This design comes from an exercise in tuning for small area, a short achievable clock period and few clock cycles per item on the open sky130 flow, not from production work. Only simulation tests tie the RTL to the original design; equivalence was not proved.

== lane 1 ==
// cymal_xu
module cymal_xu (
    input             clk,
    input             rst,
    input             in_valid,
    output            in_ready,
    input      [31:0] in_insn,
    input      [31:0] in_a,
    input      [31:0] in_b,
    input      [31:0] in_c,
    output reg        out_valid,
    output reg  [1:0] out_cause,
    output reg        out_wr0,
    output reg        out_wr1,
    output reg [31:0] out_data0,
    output reg [31:0] out_data1
);
    localparam C_OK      = 2'd0;
    localparam C_RSVD_OP = 2'd1;
    localparam C_RSVD_BT = 2'd2;
    localparam C_FOREIGN = 2'd3;
    localparam O_ADD   = 6'd0,  O_SUB   = 6'd1,  O_AND   = 6'd2,  O_OR    = 6'd3;
    localparam O_XOR   = 6'd4,  O_ANDN  = 6'd5,  O_SHL   = 6'd6,  O_SHR   = 6'd7;
    localparam O_SAR   = 6'd8,  O_ROL   = 6'd9,  O_ROR   = 6'd10, O_EQ    = 6'd11;
    localparam O_NE    = 6'd12, O_LT    = 6'd13, O_LTU   = 6'd14, O_LE    = 6'd15;
    localparam O_LEU   = 6'd16, O_MIN   = 6'd17, O_MAX   = 6'd18, O_MINU  = 6'd19;
    localparam O_MAXU  = 6'd20, O_MUL   = 6'd21, O_MULH  = 6'd22, O_MULHU = 6'd23;
  ...
For scale: ~8900 cells after synthesis, about 360 flip-flops, roughly 200 I/O pins, roughly 57000 um^2 of cells after synthesis.
==> flow/config.mk <==
export PLATFORM = sky130hd
export DESIGN_NAME = cymal_xu
export DESIGN_NICKNAME = cymal_xu
export VERILOG_FILES = /design/flow/design.v
export SDC_FILE = /design/flow/constraint.sdc
export NUM_CORES = 4
export LEC_CHECK = 0
export ABC_AREA = 1
export CAP_MARGIN = 20
export CORE_MARGIN = 2
export CORE_UTILIZATION = 45
export PLACE_DENSITY = 0.6
export SLEW_MARGIN = 20
export TNS_END_PERCENT = 10
==> flow/constraint.sdc <==
create_clock -name core_clock -period 26.0 [get_ports {clk}]
set_input_delay 5.2000 -clock core_clock [delete_from_list [all_inputs] [get_ports {clk}]]
set_output_delay 5.2000 -clock core_clock [all_outputs]
set_load 0.01 [all_outputs]
standard.sh (not shown) runs the stock make flow with config.mk's settings and CLKGATE_MAP_FILE= SYNTH_SCRIPT=/design/flow/synth_recipe.tcl, a recipe that flattens the netlist after the stock synthesis.
==> flow/flow/run.sh <==
#!/bin/bash
# Standard layout, with the timing repair steps aiming for a clock period of
# about 6.5 ns instead of stopping once the 26 ns constraint is met.
set -euo pipefail
bash standard.sh SETUP_SLACK_MARGIN=19.5 finish > standard_flow.log 2>&1
Testbench counts of lane 1, summed over its fixed seeds: cycles 85,275, insns 80,000.
The inputs of lane 2 differ from those of lane 1 as listed below.
diff --git a/flow/design.v b/flow/design.v
--- a/flow/design.v
+++ b/flow/design.v
@@ -106,12 +106,13 @@
     reg   [5:0] s1_op;
     reg         s1_xa, s1_xb;
     reg   [6:0] s1_ys;
     reg         s1_mul, s1_div;
     reg         s1_mulh, s1_muli;    
     reg         s1_divs;             
+    reg   [7:0] s1_bone, s1_btwo, s1_bneg;    
     assign in_ready = rdy;
     wire accept = in_valid & rdy;
     wire in_mulh = !in_insn[31] && in_insn[30:25] == 6'h00 && in_insn[5:0] == O_MULH;
     wire [16:0] in_mbx = {(!in_insn[31] && in_insn[30:25] == 6'h0F) ? {in_insn[14], in_insn[14:0]} : in_b[15:0], 1'b0};
     integer bj;
     wire        is_short = s1_i[31];
@@ -359,22 +360,21 @@
     wire [33:0] mb1    = {{2{s1_mulh & my[31]}}, my};
     wire        mpass  = e2_mp;
     wire [32:0] ma     = t_a;
     function [2:0] booth(input [2:0] t);
         booth = {t[1] ^ t[0], (t[2] & ~t[1] & ~t[0]) | (~t[2] & t[1] & t[0]), t[2]};
     endfunction
-    wire [16:0] mbx0 = {mb1[15:0], 1'b0};
     reg   [8:0] d1_one, d1_two, d1_neg;      
     reg   [8:0] d2_one, d2_two, d2_neg;      
     reg  [314:0] pp;
     reg    [8:0] pneg;
     reg          b_one, b_two;
     integer j;
     always @* begin
         for (j = 0; j < 9; j = j + 1) begin
-            {d1_one[j], d1_two[j], d1_neg[j]} = (j == 8) ? 3'b000 : booth(mbx0[2*j +: 3]);
+            {d1_one[j], d1_two[j], d1_neg[j]} = (j == 8) ? 3'b000 : {s1_bone[j], s1_btwo[j], s1_bneg[j]};
             {d2_one[j], d2_two[j], d2_neg[j]} = booth(mb1[15 + 2*j +: 3]);
         end
         for (j = 0; j < 9; j = j + 1) begin
             b_one   = t_one[j];
             b_two   = t_two[j];
             pneg[j] = t_neg[j];
@@ -1090,14 +1090,14 @@
     wire [33:0] r_try2 = ks33({1'b0, r_mid}, ~{1'b0, dv_d[32:1]}, 1'b1);
     wire        r_fit2 = r_try2[33];
     wire [31:0] r_next = r_fit2 ? r_try2[31:0] : r_mid;
     wire [31:0] q_next = {(dv_first ? 30'd0 : out_data0[29:0]), r_fit1, r_fit2};
     wire        dv_need = dv_negq | dv_negr;
     wire        dv_last = dv_nph || (dv_cnt == 4'd0 && !dv_need);
-    wire [31:0] q_fin  = dv_negq ? (32'd0 - out_data0) : out_data0;
-    wire [31:0] r_fin  = dv_negr ? (32'd0 - out_data1) : out_data1;
+    wire [33:0] q_fin  = ks33({1'b0, out_data0 ^ {32{dv_negq}}}, 33'd0, dv_negq);
+    wire [33:0] r_fin  = ks33({1'b0, out_data1 ^ {32{dv_negr}}}, 33'd0, dv_negr);
     wire e2_div  = e2_v && e2_wr1;
     wire s1_hold = busy && (!dv_last || s1_div) || s1_div && e2_div;
     wire e1_go   = s1_v && !s1_hold && !(s1_mul && mpass);
     wire e1_div  = e1_go && s1_div && d_ok;
     wire s1_free = !s1_v || e1_go;
     wire busy_n  = e1_div ? !dv_none : (busy && !dv_last);
@@ -1142,12 +1142,14 @@
             s1_ys  <= i_ys;
             s1_mul <= i_mul;
             s1_div <= i_div;
             s1_mulh <= !in_insn[31] && in_insn[30:25] == 6'h00 && in_insn[5:0] == O_MULH;
             s1_muli <= !in_insn[31] && in_insn[30:25] == 6'h0F;
             s1_divs <= !in_insn[31] && in_insn[30:25] == 6'h00 && in_insn[5:0] == O_DIVS;
+            for (bj = 0; bj < 8; bj = bj + 1)
+                {s1_bone[bj], s1_btwo[bj], s1_bneg[bj]} <= booth(in_mbx[2*bj +: 3]);
         end
     end
     always @(posedge clk) begin
         e2_cause <= d_cause;
         e2_wr0   <= d_ok && (d_op != O_NOP);
         e2_wr1   <= e1_div;
Findings:
| number of standard cells in the final layout excluding fillers | higher: lane 2 |. The final clock period utilization by the worst path on lane 1 is in line with that on lane 2. Buffering stage count on the worst path with inverters included in lane 2 vs lane 1: up 5. Changes observed in lane 2 relative to lane 1: wire length moved down; sequential share of layout area went up 0.67 points; first-pass GRT wire length lost about 6%.
Testbench counts of lane 2, summed over its fixed seeds: cycles 85,275, insns 80,000.

## separate check: timing with driven ports
How much do the figures lean on ideal ports? The routed layouts below were timed once more, with nothing changed but the port constraints. Step 1 sets driving cells, clkbuf_16 on the clock port and buf_2 on the other inputs (assumed; they add their load-dependent delay and slew). Step 2 times the ports against the registers' clock, not the clock port: input delays grow and output delays shrink by t, the midpoint of the rising clock arrivals with the driver on. Slacks: no drivers / after step 1 / after step 2; pairs: no drivers / after step 1.
| run | t, ns | slack for setup (ns) | hold WS [ns] | worst register clock-pin slew, ns | cell pins on the clock port's net |
|---|---|---|---|---|---|
| lane 1 | 0.740 | 19.052 / 19.095 / 18.355 | 0.437 / 0.437 / 0.437 | 0.07 / 0.07 | 1 |
| lane 2 | 0.678 | 19.086 / 19.086 / 18.512 | 0.438 / 0.438 / 0.438 | 0.08 / 0.08 | 1 |
After both steps setup and hold are still met in every run listed. For lane 1, which loses most, drivers alone change the setup slack by +0.043 ns; drivers and shift together by -0.697 ns.
